Context: an optimization exercise on an open-source flow, tuned for small area, a short achievable clock period and few clock cycles per item. The choices shown serve that exercise and are no tape-out recipe. In this exercise RTL edits were held to simulation tests only and were not proved equivalent to the original.

== job 103 ==
==> flow/design.v (excerpt) <==
module lpe_update (
    input  wire        clk,
    input  wire        rst,
    input  wire        in_valid,
    output wire        in_ready,
    input  wire [11:0] in_tag,
    input  wire [1:0]  in_order,
    input  wire        in_cls_f,
    input  wire        in_aid,
    input  wire [5:0]  in_s0,
    input  wire [5:0]  in_s1,
    input  wire [5:0]  in_s2,
    input  wire [5:0]  in_s3,
    input  wire [31:0] in_c0,
    input  wire [31:0] in_c1,
    input  wire [31:0] in_c2,
    input  wire [31:0] in_c3,
    input  wire [31:0] in_out_min,
    input  wire [31:0] in_out_max,
    input  wire [31:0] in_lim_a,
    input  wire [31:0] in_lim_b,
    input  wire [31:0] in_xfer_lim,
    input  wire [31:0] in_x,
    input  wire [31:0] in_sp,
    input  wire [31:0] in_a,
    input  wire [31:0] in_acc1,
    input  wire [31:0] in_acc2,
    output reg         out_valid,
    input  wire        out_ready,
    output reg  [11:0] out_tag,
    output reg  [31:0] out_y,
    output reg  [31:0] out_xfer,
    output reg  [31:0] out_acc1,
    output reg  [31:0] out_acc2,
    output reg         out_sat,
    output reg         out_clamp
);
For scale: about 1600 flip-flops, ~640 I/O pins, roughly 0.20 mm² of cells after synthesis.
export LEC_CHECK = 0
export CAP_MARGIN = 20
export CORE_MARGIN = 2
export CORE_UTILIZATION = 40
export SLEW_MARGIN = 20
create_clock -name core_clock -period 42.0 [get_ports {clk}]
run.sh (not shown) runs the stock make flow with config.mk's settings and CLKGATE_MAP_FILE= SYNTH_SCRIPT=/design/flow/synth_recipe.tcl, a recipe that flattens the netlist after the stock synthesis.
In summary, job 103 completed successfully, with a layout that passed the timing, DRC and antenna checks.
Testbench counts of job 103, summed over its fixed seeds: cycles 12,032, items 12,000.
diff inputs: job 103 => job 105
--- a/flow/design.v
+++ b/flow/design.v
@@ -31,16 +31,17 @@
         end
     end
     assign p = acc;
 endmodule
 module lpe_post (
     input  wire [63:0] p,
     input  wire [5:0]  s,
-    output reg  [31:0] t,
-    output reg         ovf
+    output wire [31:0] tw,
+    output wire        tr,
+    output wire        ovf
 );
     wire [64:0] q0 = {p, 1'b0};
     wire [64:0] q1 = s[5] ? {{32{p[63]}}, q0[64:32]} : q0;
     wire [48:0] q2 = s[4] ? q1[64:16] : q1[48:0];
     wire [40:0] q3 = s[3] ? q2[48:8]  : q2[40:0];
     wire [36:0] q4 = s[2] ? q3[40:4]  : q3[36:0];
     wire [34:0] q5 = s[1] ? q4[36:2]  : q4[34:0];
@@ -48,27 +49,25 @@
     reg fits;
     integer k;
     always @(*) begin
         fits = 1'b1;
         for (k = 0; k < 31; k = k + 1)
             if ((k >= s) && (p[k + 32] != p[63])) fits = 1'b0;
     end
-    wire [33:0] v = {q6[33], q6[33:1]} + {33'd0, q6[0]};
-    always @(*) begin
-        if (!fits) begin
-            t   = p[63] ? 32'h80000000 : 32'h7fffffff;
-            ovf = 1'b1;
-        end else if (v[33:31] != 3'b000 && v[33:31] != 3'b111) begin
-            t   = v[33] ? 32'h80000000 : 32'h7fffffff;
-            ovf = 1'b1;
-        end else begin
-            t   = v[31:0];
-            ovf = 1'b0;
-        end
-    end
+    wire [32:0] w     = q6[33:1];           
+    wire        r     = q6[0];              
+    wire        inr   = (w[32] == w[31]);   
+    wire        ones  = &w[30:0];
+    wire        w_max = inr && !w[31] && ones;           
+    wire        w_mm1 = (w[32:31] == 2'b10) && ones;     
+    wire        sgn   = fits ? w[32] : p[63];
+    wire        keep  = fits && inr;
+    assign tw  = keep ? w[31:0] : (sgn ? 32'h80000000 : 32'h7fffffff);
+    assign tr  = keep && r && !w_max;
+    assign ovf = !fits || (!inr && !(w_mm1 && r)) || (w_max && r);
 endmodule
 module lpe_update (
     input  wire        clk,
     input  wire        rst,
     input  wire        in_valid,
     output wire        in_ready,
     input  wire [11:0] in_tag,
@@ -208,27 +207,29 @@
             r1_limb <= r0_limb;
             r1_xlim <= r0_xlim;
             r1_acc1 <= r0_acc1;
             r1_acc2 <= r0_acc2;
         end
     end
     wire [31:0] t0, t1, t2, t3;
+    wire        tc0, tc1, tc2, tc3;
     wire        t0_ovf, t1_ovf, t2_ovf, t3_ovf;
-    lpe_post u_q0 (.p(r1_p0), .s(r1_s0), .t(t0), .ovf(t0_ovf));
-    lpe_post u_q1 (.p(r1_p1), .s(r1_s1), .t(t1), .ovf(t1_ovf));
-    lpe_post u_q2 (.p(r1_p2), .s(r1_s2), .t(t2), .ovf(t2_ovf));
-    lpe_post u_q3 (.p(r1_p3), .s(r1_s3), .t(t3), .ovf(t3_ovf));
+    lpe_post u_q0 (.p(r1_p0), .s(r1_s0), .tw(t0), .tr(tc0), .ovf(t0_ovf));
+    lpe_post u_q1 (.p(r1_p1), .s(r1_s1), .tw(t1), .tr(tc1), .ovf(t1_ovf));
+    lpe_post u_q2 (.p(r1_p2), .s(r1_s2), .tw(t2), .tr(tc2), .ovf(t2_ovf));
+    lpe_post u_q3 (.p(r1_p3), .s(r1_s3), .tw(t3), .tr(tc3), .ovf(t3_ovf));
     wire [31:0] b_acc1 = r1_acc1;
     wire [31:0] b_acc2 = r1_acc2;
     wire [31:0] t3u    = r1_aid ? t3 : 32'd0;
+    wire        tc3u   = r1_aid && tc3;
     wire [33:0] y_raw  = {{2{t0[31]}}, t0} + {{2{b_acc1[31]}}, b_acc1}
-                       + {{2{t3u[31]}}, t3u};
+                       + {{2{t3u[31]}}, t3u} + {33'd0, tc0} + {33'd0, tc3u};
     wire [33:0] a1_sum = {{2{b_acc1[31]}}, b_acc1} + {{2{t1[31]}}, t1}
-                       + {{2{b_acc2[31]}}, b_acc2};
-    wire [33:0] a2_sum = {{2{b_acc2[31]}}, b_acc2} + {{2{t2[31]}}, t2};
+                       + {{2{b_acc2[31]}}, b_acc2} + {33'd0, tc1};
+    wire [33:0] a2_sum = {{2{b_acc2[31]}}, b_acc2} + {{2{t2[31]}}, t2} + {33'd0, tc2};
     wire [33:0] a1_raw = r1_use2 ? a1_sum : {{2{b_acc1[31]}}, b_acc1};
     wire [33:0] a2_raw = r1_use3 ? a2_sum : {{2{b_acc2[31]}}, b_acc2};
     wire        t_ovf  = r1_eovf || t0_ovf || (r1_aid && t3_ovf)
                       || (r1_use2 && t1_ovf) || (r1_use3 && t2_ovf);
     wire signed [31:0] b_omin = r1_omin;
     wire signed [31:0] b_omax = r1_omax;
     wire signed [31:0] b_lima = r1_lima;
==> comparison <==
Per the comparison of job 105 with job 103, number of buffers added by the clock tree synthesis step now larger, non-clock buffer count increased by 0.40% relative to the old numbers, slew at the pin closest to its max-slew limit decreased by 0.058 ns relative to the old numbers, total routed wirelength ~0 delta.
Initial standard-cell utilization of the core: job 105 vs job 103 — no meaningful difference
Where final area is concerned, job 103 is outperformed by job 105.
Simple-gate share of the synthesized area, job 103 and job 105: smaller value in job 105
Between job 103 and job 105, the sink count of the clock tree does not differ in any meaningful way.
Testbench counts of job 105, summed over its fixed seeds: cycles 12,032, items 12,000.


## v6
Another version of the RTL of lpe_update (not shown whole).
For scale: ~18000 cells after synthesis, about 1600 flip-flops, roughly 190000 µm² of cells after synthesis.
==> flow/design.v (excerpt) <==
module lpe_update (
    input  wire        clk,
    input  wire        rst,
    input  wire        in_valid,
    output wire        in_ready,
    input  wire [11:0] in_tag,
    input  wire [1:0]  in_order,
    input  wire        in_cls_f,
    input  wire        in_aid,
    input  wire [5:0]  in_s0,
    input  wire [5:0]  in_s1,
    input  wire [5:0]  in_s2,
    input  wire [5:0]  in_s3,
    input  wire [31:0] in_c0,
    input  wire [31:0] in_c1,
    input  wire [31:0] in_c2,
    input  wire [31:0] in_c3,
    input  wire [31:0] in_out_min,
    input  wire [31:0] in_out_max,
    input  wire [31:0] in_lim_a,
    input  wire [31:0] in_lim_b,
    input  wire [31:0] in_xfer_lim,
    input  wire [31:0] in_x,
    input  wire [31:0] in_sp,
    input  wire [31:0] in_a,
    input  wire [31:0] in_acc1,
    input  wire [31:0] in_acc2,
    output reg         out_valid,
    input  wire        out_ready,
    output reg  [11:0] out_tag,
    output reg  [31:0] out_y,
    output reg  [31:0] out_xfer,
    output reg  [31:0] out_acc1,
    output reg  [31:0] out_acc2,
    output reg         out_sat,
    output reg         out_clamp
);
export LEC_CHECK = 0
export CAP_MARGIN = 20
export CORE_MARGIN = 2
export CORE_UTILIZATION = 55
export PLACE_DENSITY = 0.72
export SLEW_MARGIN = 70
create_clock -name core_clock -period 42.0 [get_ports {clk}]
In summary, v6 completed successfully, with a layout that passed the timing, DRC and antenna checks.
Testbench counts of v6, summed over its fixed seeds: cycles 12,032, items 12,000.
Input-level comparison between v7 and v6:
--- a/flow/design.v
+++ b/flow/design.v
@@ -129,27 +129,23 @@
             v0  <= v0_next;
             v1  <= v1_next;
             v2  <= v2_next;
             rdy <= !v0_next || !v1_next || !v2_next || !sk_next;
         end
     end
-    wire [8:0] e_lo  = {1'b0, in_x[7:0]} + {1'b0, ~in_sp[7:0]} + 9'd1;
-    wire [8:0] e_s10 = {1'b0, in_x[15:8]} + {1'b0, ~in_sp[15:8]};
-    wire [8:0] e_s11 = {1'b0, in_x[15:8]} + {1'b0, ~in_sp[15:8]} + 9'd1;
-    wire [8:0] e_s20 = {1'b0, in_x[23:16]} + {1'b0, ~in_sp[23:16]};
-    wire [8:0] e_s21 = {1'b0, in_x[23:16]} + {1'b0, ~in_sp[23:16]} + 9'd1;
-    wire [8:0] e_hi0 = {in_x[31], in_x[31:24]} + {~in_sp[31], ~in_sp[31:24]};
-    wire [8:0] e_hi1 = {in_x[31], in_x[31:24]} + {~in_sp[31], ~in_sp[31:24]} + 9'd1;
-    wire       e_c16 = e_lo[8] ? e_s11[8] : e_s10[8];
-    wire       e_c24 = e_c16 ? e_s21[8] : e_s20[8];
+    wire [11:0] e_lo  = {1'b0, in_x[10:0]} + {1'b0, ~in_sp[10:0]} + 12'd1;
+    wire [11:0] e_md0 = {1'b0, in_x[21:11]} + {1'b0, ~in_sp[21:11]};
+    wire [11:0] e_md1 = {1'b0, in_x[21:11]} + {1'b0, ~in_sp[21:11]} + 12'd1;
+    wire [10:0] e_hi0 = {in_x[31], in_x[31:22]} + {~in_sp[31], ~in_sp[31:22]};
+    wire [10:0] e_hi1 = {in_x[31], in_x[31:22]} + {~in_sp[31], ~in_sp[31:22]} + 11'd1;
+    wire        e_ch  = e_lo[11] ? e_md1[11] : e_md0[11];
     reg [11:0] r0_tag;
     reg [1:0]  r0_order;
     reg        r0_cls, r0_aid;
-    reg        r0_ec8, r0_ec16, r0_ec24, r0_eov0, r0_eov1;
-    reg [7:0]  r0_elo, r0_es10, r0_es11, r0_es20, r0_es21;
-    reg [8:0]  r0_ehi0, r0_ehi1;
+    reg        r0_ecm, r0_ech, r0_eov0, r0_eov1;
+    reg [10:0] r0_elo, r0_emd0, r0_emd1, r0_ehi0, r0_ehi1;
     reg [5:0]  r0_s0, r0_s1, r0_s2, r0_s3;
     reg [31:0] r0_c0, r0_c1, r0_c2, r0_c3;
     reg [31:0] r0_a;
     reg [31:0] r0_omin, r0_omax, r0_lima, r0_limb, r0_xlim, r0_acc1, r0_acc2;
     always @(posedge clk) begin
         if (en0) begin
@@ -162,39 +158,35 @@
             r0_s2    <= in_s2;
             r0_s3    <= in_s3;
             r0_c0    <= in_c0;
             r0_c1    <= in_c1;
             r0_c2    <= in_c2;
             r0_c3    <= in_c3;
-            r0_elo   <= e_lo[7:0];
-            r0_ec8   <= e_lo[8];
-            r0_es10  <= e_s10[7:0];
-            r0_es11  <= e_s11[7:0];
-            r0_ec16  <= e_c16;
-            r0_es20  <= e_s20[7:0];
-            r0_es21  <= e_s21[7:0];
-            r0_ec24  <= e_c24;
+            r0_elo   <= e_lo[10:0];
+            r0_ecm   <= e_lo[11];
+            r0_emd0  <= e_md0[10:0];
+            r0_emd1  <= e_md1[10:0];
+            r0_ech   <= e_ch;
             r0_ehi0  <= e_hi0;
             r0_ehi1  <= e_hi1;
-            r0_eov0  <= e_hi0[8] != e_hi0[7];
-            r0_eov1  <= e_hi1[8] != e_hi1[7];
+            r0_eov0  <= e_hi0[10] != e_hi0[9];
+            r0_eov1  <= e_hi1[10] != e_hi1[9];
             r0_a     <= in_a;
             r0_omin  <= in_out_min;
             r0_omax  <= in_out_max;
             r0_lima  <= in_lim_a;
             r0_limb  <= in_lim_b;
             r0_xlim  <= in_xfer_lim;
             r0_acc1  <= in_acc1;
             r0_acc2  <= in_acc2;
         end
     end
-    wire [7:0]  a_es1  = r0_ec8  ? r0_es11 : r0_es10;
-    wire [7:0]  a_es2  = r0_ec16 ? r0_es21 : r0_es20;
-    wire [8:0]  a_ehi  = r0_ec24 ? r0_ehi1 : r0_ehi0;
-    wire        a_eovf = r0_ec24 ? r0_eov1 : r0_eov0;
-    wire [31:0] a_e    = a_eovf ? {a_ehi[8], {31{~a_ehi[8]}}} : {a_ehi[7:0], a_es2, a_es1, r0_elo};
+    wire [10:0] a_emd  = r0_ecm ? r0_emd1 : r0_emd0;
+    wire [10:0] a_ehi  = r0_ech ? r0_ehi1 : r0_ehi0;
+    wire        a_eovf = r0_ech ? r0_eov1 : r0_eov0;
+    wire [31:0] a_e    = a_eovf ? {a_ehi[10], {31{~a_ehi[10]}}} : {a_ehi[9:0], a_emd, r0_elo};
     wire [63:0] p0, p1, p2, p3;
     lpe_mul u_m0 (.a(a_e), .b(r0_c0), .p(p0));
     lpe_mul u_m1 (.a(a_e), .b(r0_c1), .p(p1));
     lpe_mul u_m2 (.a(a_e), .b(r0_c2), .p(p2));
     lpe_mul u_m3 (.a(r0_a), .b(r0_c3), .p(p3));
     reg [63:0] r1_p0, r1_p1, r1_p2, r1_p3;
Notes after the runs:
[compare] base=v6 new=v7: routed wirelength normalized by instance count moved down, number of cells on the critical path shows an increase of 2, area growth from synthesis to layout held steady. | hold slack | v7 vs v6 | ≈ equal |. In v7 the synthesized cell count turned out 166 higher than in v6. Per the comparison of v7 with v6, delay contributed by the slowest stage of the critical path dropped 0.05 ns; number of synthesized flops with an enable pin barely changed.
Testbench counts of v7, summed over its fixed seeds: cycles 12,032, items 12,000.

## what the ideal ports hide
How much do the figures lean on ideal ports? The routed layouts below were timed once more, with nothing changed but the port constraints. Step 1, drivers: a clkbuf_16 drives clk and a buf_2 each remaining input, both assumed. Step 2 also shifts input and output timing later by t, the mid clock arrival at the registers, as if the neighbouring blocks saw the same clock. Slacks: ideal ports / drivers / drivers and shift; pairs: ideal ports / drivers.
| run | t (ns) | setup WS [ns] | worst hold slack (ns) | worst slew at a driven data input, ns | pins driven straight from the clock port |
|---|---|---|---|---|---|
| job 103 | 1.022 | 30.529 / 30.529 / 29.621 | 0.381 / 0.381 / 0.381 | 0.29 | 1 |
| job 105 | 1.021 | 30.398 / 30.398 / 29.544 | 0.399 / 0.399 / 0.399 | 0.25 | 1 |
| v6 | 1.001 | 31.298 / 31.387 / 30.386 | 0.382 / 0.382 / 0.382 | 0.21 | 1 |
| v7 | 1.002 | 30.932 / 31.017 / 30.015 | 0.382 / 0.382 / 0.382 | 0.23 | 1 |
After both steps setup and hold are still met in every run listed. The setup slack of v7, which loses most, moves by +0.085 ns with the drivers and by -0.917 ns with both steps.
